What follows belongs to an exercise in optimizing a design on an open flow for small area, a short achievable clock period and few clock cycles; a production flow would make more cautious choices.
Where RTL was checked, it was by simulation tests only, not by an equivalence proof against the original.
Power figures rest on the tool's default switching activity, not on a simulated workload.

## corr_channel
module corr_channel (
    input  wire        clk,
    input  wire        rst,
    input  wire        cfg_valid,
    output wire        cfg_ready,
    input  wire [35:0] cfg_fcw,
    input  wire [35:0] cfg_phi,
    input  wire [35:0] cfg_cfw,
    input  wire [35:0] cfg_frac,
    input  wire [3:0]  cfg_de,
    input  wire [3:0]  cfg_dv,
    input  wire [23:0] cfg_nsamp,
    input  wire        s_valid,
    output wire        s_ready,
    input  wire        s_x,
    input  wire [3:0]  s_i,
    input  wire [3:0]  s_q,
    input  wire        chip,
    output wire        chip_take,
    output wire        res_valid,
    output wire [31:0] res_ve_i,
    output wire [31:0] res_ve_q,
    output wire [31:0] res_e_i,
    output wire [31:0] res_e_q,
    output wire [31:0] res_p_i,
    output wire [31:0] res_p_q,
    output wire [31:0] res_l_i,
    output wire [31:0] res_l_q,
    output wire [31:0] res_vl_i,
    output wire [31:0] res_vl_q,
    output wire [23:0] res_used,
    output wire        res_range
);
  reg        rdy;         
  reg        wact;        
  reg        s_rdy;
  reg        si_v;        
  reg        si_x;
  reg        si_si, si_sq;    
  reg  [2:0] si_ui, si_uq;    
  reg [35:0] fcw, cfw, phase, frac;
  reg  [3:0] de, dv;
  reg [23:0] rem;         
  reg        rem1;        
  reg        fresh;       
  reg  [6:0] q;
  reg  [2:0] occ;
  reg        take;
  reg        pend;        
  reg        cfg_ready_q, s_ready_q, take_q;    
  wire s_fire = s_valid & s_rdy;
  wire win_ok = (occ >= (pend ? 3'd4 : 3'd3));
  wire nv     = si_v & wact & !fresh & win_ok;    
  wire lastn  = nv & rem1;
  wire [35:0] frac_sum, phase_sum;
  wire        carry, unused_co;
  ...
clock: 13.0 ns
lec_check: 0
cap_margin: 20
core_margin: 2
core_utilization: 40
cts_buf_list: sky130_fd_sc_hd__clkbuf_8
cts_cluster_diameter: 60
cts_cluster_size: 30
place_density: 0.6
slew_margin: 20
standard.sh (not shown) runs the stock make flow with config.mk's settings and CLKGATE_MAP_FILE= SYNTH_SCRIPT=/design/flow/synth_recipe.tcl, a recipe that flattens the netlist after the stock synthesis.
==> flow/flow/run.sh <==
#!/bin/bash
# Standard layout with plain buffers (buf_1) on the ports, and timing repair
# aimed well below the 13 ns constraint (setup margin), so that the resizer
# shortens the paths that set the achieved period.
set -euo pipefail
export BUFFER_PORTS_ARGS="-buffer_cell sky130_fd_sc_hd__buf_1"
export SETUP_SLACK_MARGIN=9.2
bash standard.sh finish > flow.log 2>&1
The first run finished with timing, DRC and antenna clean.
Change:
CTS_BUF_LIST = unset   (was sky130_fd_sc_hd__clkbuf_8)
CTS_CLUSTER_DIAMETER = unset   (was 60)
CTS_CLUSTER_SIZE = unset   (was 30)
=> Clock-buffer cell count grows by 29; design area shrinks by a few percent; combinational power shrinks by a few percent; total power grows by a few percent.
Function was not checked in any run of this note: the RTL went through the layout flow alone.

corr_channel, a different RTL version from the one above (not shown whole).
Size in the first run: about 4700 cells after synthesis, about 540 I/O pins.
// corr_channel
module corr_channel (
    input  wire        clk,
    input  wire        rst,
    input  wire        cfg_valid,
    output wire        cfg_ready,
    input  wire [35:0] cfg_fcw,
    input  wire [35:0] cfg_phi,
    input  wire [35:0] cfg_cfw,
    input  wire [35:0] cfg_frac,
    input  wire [3:0]  cfg_de,
    input  wire [3:0]  cfg_dv,
    input  wire [23:0] cfg_nsamp,
    input  wire        s_valid,
    output wire        s_ready,
    input  wire        s_x,
    input  wire [3:0]  s_i,
    input  wire [3:0]  s_q,
    input  wire        chip,
    output wire        chip_take,
    output wire        res_valid,
    output wire [31:0] res_ve_i,
    output wire [31:0] res_ve_q,
    output wire [31:0] res_e_i,
    output wire [31:0] res_e_q,
    output wire [31:0] res_p_i,
    output wire [31:0] res_p_q,
    output wire [31:0] res_l_i,
    output wire [31:0] res_l_q,
    output wire [31:0] res_vl_i,
    output wire [31:0] res_vl_q,
    output wire [23:0] res_used,
    output wire        res_range
);
  reg        rdy;         
  reg        wact;        
  reg        s_rdy;
  reg        si_v;        
  reg        si_x;
  reg        si_si, si_sq;    
  reg  [2:0] si_ui, si_uq;    
  reg [35:0] fcw, cfw, phase, frac;
  reg  [3:0] de, dv;
  reg [23:0] rem;         
  reg        rem1;        
  reg        fresh;       
  reg  [6:0] q;
  reg  [6:0] qv;          
  reg        take;
  reg        pend;        
  reg        cfg_ready_q, s_ready_q, take_q;    
  wire s_fire = s_valid & s_rdy;
  wire win_ok = pend ? qv[3] : qv[2];
  wire nv     = si_v & wact & !fresh & win_ok;    
  wire lastn  = nv & rem1;
  wire [35:0] frac_sum, phase_sum;
  wire        carry, unused_co;
  assign {carry, frac_sum}      = {1'b0, frac} + {1'b0, cfw};
  assign {unused_co, phase_sum} = {1'b0, phase} + {1'b0, fcw};
  wire [6:0] q_p   = pend ? {1'b0, q[6:1]} : q;
  wire [6:0] qv_p  = pend ? {1'b0, qv[6:1]} : qv;
  wire [6:0] q_sh  = lastn ? {3'b000, q_p[6:3]} : q_p;
  ...
==> flow/config.mk <==
export PLATFORM = sky130hd
export DESIGN_NAME = corr_channel
export DESIGN_NICKNAME = corr_channel
export VERILOG_FILES = /design/flow/design.v
export SDC_FILE = /design/flow/constraint.sdc
export NUM_CORES = 4
export LEC_CHECK = 0
export CAP_MARGIN = 20
export CORE_MARGIN = 2
export CORE_UTILIZATION = 55
export CTS_CLUSTER_DIAMETER = 80
export CTS_CLUSTER_SIZE = 34
export PLACE_DENSITY = 0.7
export SLEW_MARGIN = 30
==> flow/constraint.sdc <==
create_clock -name core_clock -period 13.0 [get_ports {clk}]
set_input_delay 2.6000 -clock core_clock [delete_from_list [all_inputs] [get_ports {clk}]]
set_output_delay 2.6000 -clock core_clock [all_outputs]
set_load 0.01 [all_outputs]
==> flow/flow/run.sh <==
#!/bin/bash
# Standard layout with plain buffers (buf_1) on the ports, and timing repair
# aimed well below the 13 ns constraint (setup margin), so that the resizer
# shortens the paths that set the achieved period.
set -euo pipefail
export BUFFER_PORTS_ARGS="-buffer_cell sky130_fd_sc_hd__buf_1"
export SETUP_SLACK_MARGIN=8.9
bash standard.sh finish > flow.log 2>&1
The baseline produced a clean layout.
Testbench counts at the start, summed over its fixed seeds: cycles 122,042.
Next try:
Settings changed: CORE_UTILIZATION 55 to 60, CTS_BUF_LIST set to sky130_fd_sc_hd__clkbuf_8, CTS_CLUSTER_DIAMETER 80 to unset, CTS_CLUSTER_SIZE 34 to unset, SLEW_MARGIN 30 to 20.
Now the flow finished but failed the layout checks on slew limit.
Cell count increases slightly.
Total power rises by a few percent.
Cell area grows slightly.
Next try:
Settings changed: CTS_BUF_LIST sky130_fd_sc_hd__clkbuf_8 to unset.
Effect: This time the run produced a clean layout; clock-buffer cell count goes down by 29; worst hold slack improved by 0.024 ns; final cell count goes down by 1.1%; power goes up by 0.50%; critical path depth is unchanged; routed wire length goes down by 0.38%; area after synthesis is unchanged; synthesized cell count stays the same; clock power goes up by about 3%; utilization goes down by 0.14 points; non-clock buffer count goes down by 2.
Next try:
--- a/flow/flow/run.sh
+++ b/flow/flow/run.sh
@@ -6,3 +6,3 @@
 export BUFFER_PORTS_ARGS="-buffer_cell sky130_fd_sc_hd__buf_1"
-export SETUP_SLACK_MARGIN=8.9
+export SETUP_SLACK_MARGIN=8.6
 bash standard.sh finish > flow.log 2>&1
=> With this change the flow finished but failed the layout checks on slew limit. Clock-buffer cell count stays the same. Die area stays the same. Synthesized area does not change. Non-clock buffer count is lower by 19. Utilization decreases by 0.42 points. Routed wire length shrinks by about 0.7%. Worst hold slack is about the same. Clock skew barely changes.

== main ==
Another version of the RTL of corr_channel (not shown whole).
For scale: roughly 4,400 cells after synthesis, about 660 flip-flops, about 540 I/O pins.
clock: 13.0 ns
lec_check: 0
cap_margin: 20
core_margin: 2
core_utilization: 60
place_density: 0.7
slew_margin: 20
==> flow/flow/run.sh <==
#!/bin/bash
# Standard layout with plain buffers (buf_1) on the ports, and timing repair
# aimed well below the 13 ns constraint (setup margin), so that the resizer
# shortens the paths that set the achieved period.
set -euo pipefail
export BUFFER_PORTS_ARGS="-buffer_cell sky130_fd_sc_hd__buf_1"
export SETUP_SLACK_MARGIN=9.2
bash standard.sh finish > flow.log 2>&1
Here is what was changed in the inputs of the feature branch compared with main.
- CORE_UTILIZATION now 40, was 60
- PLACE_DENSITY now 0.6, was 0.7
--- a/flow/flow/run.sh
+++ b/flow/flow/run.sh
@@ -7 +7 @@
-export SETUP_SLACK_MARGIN=9.2
+export SETUP_SLACK_MARGIN=8.9
## What came out
- The feature branch reached the final stage; the timing, DRC and antenna checks on its layout passed.
- [compare] base=main new=the feature branch: met3 wire length decreased by 8.6% relative to the old numbers; power density over the cells saw little to no change; share of final layout cell area taken by non-clock buffers has decreased; clock skew picked up an extra 18 ps; post-cts repair resize count fell by 96%.
- From main to the feature branch the numbers moved as follows: die area climbed about 50%; clock group power shows an increase of about 5%.
- The leading cell type in the layout, fill and taps excluded comes out nor2_1 in one run and buf_1 in the other, namely in main and the feature branch respectively.
- The run showing the smaller first-pass GRT wire length is main.
- Power (higher): main
No functional check of the RTL was part of any run of this note.

Another version of the RTL of corr_channel (not shown whole).
Size in the first run: ~4400 cells after synthesis, about 540 I/O pins, about 40000 um^2 of cells after synthesis.
Design corr_channel, start of the top module:
module corr_channel (
    input  wire        clk,
    input  wire        rst,
    input  wire        cfg_valid,
    output wire        cfg_ready,
    input  wire [35:0] cfg_fcw,
    input  wire [35:0] cfg_phi,
    input  wire [35:0] cfg_cfw,
    input  wire [35:0] cfg_frac,
    input  wire [3:0]  cfg_de,
    input  wire [3:0]  cfg_dv,
    input  wire [23:0] cfg_nsamp,
    input  wire        s_valid,
    output wire        s_ready,
    input  wire        s_x,
    input  wire [3:0]  s_i,
    input  wire [3:0]  s_q,
    input  wire        chip,
    output wire        chip_take,
    output wire        res_valid,
    output wire [31:0] res_ve_i,
    output wire [31:0] res_ve_q,
    output wire [31:0] res_e_i,
    output wire [31:0] res_e_q,
    output wire [31:0] res_p_i,
    output wire [31:0] res_p_q,
    output wire [31:0] res_l_i,
    output wire [31:0] res_l_q,
    output wire [31:0] res_vl_i,
    output wire [31:0] res_vl_q,
    output wire [23:0] res_used,
    output wire        res_range
);
  ...
==> flow/config.mk <==
export PLATFORM = sky130hd
export DESIGN_NAME = corr_channel
export DESIGN_NICKNAME = corr_channel
export VERILOG_FILES = /design/flow/design.v
export SDC_FILE = /design/flow/constraint.sdc
export NUM_CORES = 4
export LEC_CHECK = 0
export CAP_MARGIN = 20
export CORE_MARGIN = 2
export CORE_UTILIZATION = 40
export PLACE_DENSITY = 0.6
export SLEW_MARGIN = 20
==> flow/constraint.sdc <==
create_clock -name core_clock -period 13.0 [get_ports {clk}]
set_input_delay 2.6000 -clock core_clock [delete_from_list [all_inputs] [get_ports {clk}]]
set_output_delay 2.6000 -clock core_clock [all_outputs]
set_load 0.01 [all_outputs]
==> flow/flow/run.sh <==
#!/bin/bash
# Standard layout with plain buffers (buf_1) on the ports, and timing repair
# aimed well below the 13 ns constraint (setup margin), so that the resizer
# shortens the paths that set the achieved period.
set -euo pipefail
export BUFFER_PORTS_ARGS="-buffer_cell sky130_fd_sc_hd__buf_1"
export SETUP_SLACK_MARGIN=8.8
bash standard.sh finish > flow.log 2>&1
Testbench counts at the start, summed over its fixed seeds: cycles 122,042.
Edit:
==> flow/flow/run.sh (replaced) <==
#!/bin/bash
# Standard layout, with plain buffers (buf_1) on the ports instead of the
# delay-cell buffers buffer_ports picks by default.
set -euo pipefail
export BUFFER_PORTS_ARGS="-buffer_cell sky130_fd_sc_hd__buf_1"
bash standard.sh finish > flow.log 2>&1
Total power decreases slightly; die area does not change; area after synthesis stays the same; design area decreases by a few percent; clock skew decreases by 5.6 ps; first-iteration DRC count decreases slightly; worst setup slack degrades by 660 ps; sequential power stays flat; final cell count stays flat; routed wire length stays flat.

-- separate check: timing with driven ports --
Ports are ideal in the flow. The routed layouts listed here were re-timed in OpenROAD.
Step 1: set_driving_cell puts a clkbuf_16 on clk and a buf_2 on each other input, an assumption about the parent block.
Step 2 times the ports against the registers' clock, not the clock port: input delays grow and output delays shrink by t, the midpoint of the rising clock arrivals with the driver on.
Three values: no drivers, after step 1, after step 2; two values: the first two.
run | shift t [ns] | setup slack, ns | worst setup path at the end | latest minus earliest clock arrival (ns) | worst slew at a driven data input, ns
the first run of note 1 | 0.793 | 9.112 / 9.047 / 9.078 | input to register | 0.055 / 0.055 | 0.11
the second run of note 1 | 0.695 | 9.179 / 9.163 / 9.107 | input to register | 0.045 / 0.045 | 0.11
the first run of note 2 | 0.683 | 8.988 / 8.918 / 9.079 | register to register | 0.035 / 0.036 | 0.11
the second run of note 2 | 0.790 | 8.962 / 8.897 / 9.049 | register to register | 0.040 / 0.039 | 0.12
the third run of note 2 | 0.683 | 8.996 / 8.927 / 9.040 | register to register | 0.024 / 0.024 | 0.11
the fourth run of note 2 | 0.684 | 8.842 / 8.806 / 8.842 | register to register | 0.024 / 0.025 | 0.11
main | 0.686 | 9.032 / 9.032 / 9.032 | register to register | 0.025 / 0.025 | 0.11
the feature branch | 0.710 | 8.939 / 8.873 / 8.959 | register to register | 0.040 / 0.039 | 0.12
the first run of note 4 | 0.703 | 8.744 / 8.744 / 8.744 | register to register | 0.029 / 0.028 | 0.08
the second run of note 4 | 0.705 | 8.084 / 8.084 / 8.084 | register to register | 0.025 / 0.026 | 0.10
For the second run of note 1, which loses most, drivers alone change the setup slack by -0.016 ns; drivers and shift together by -0.072 ns.
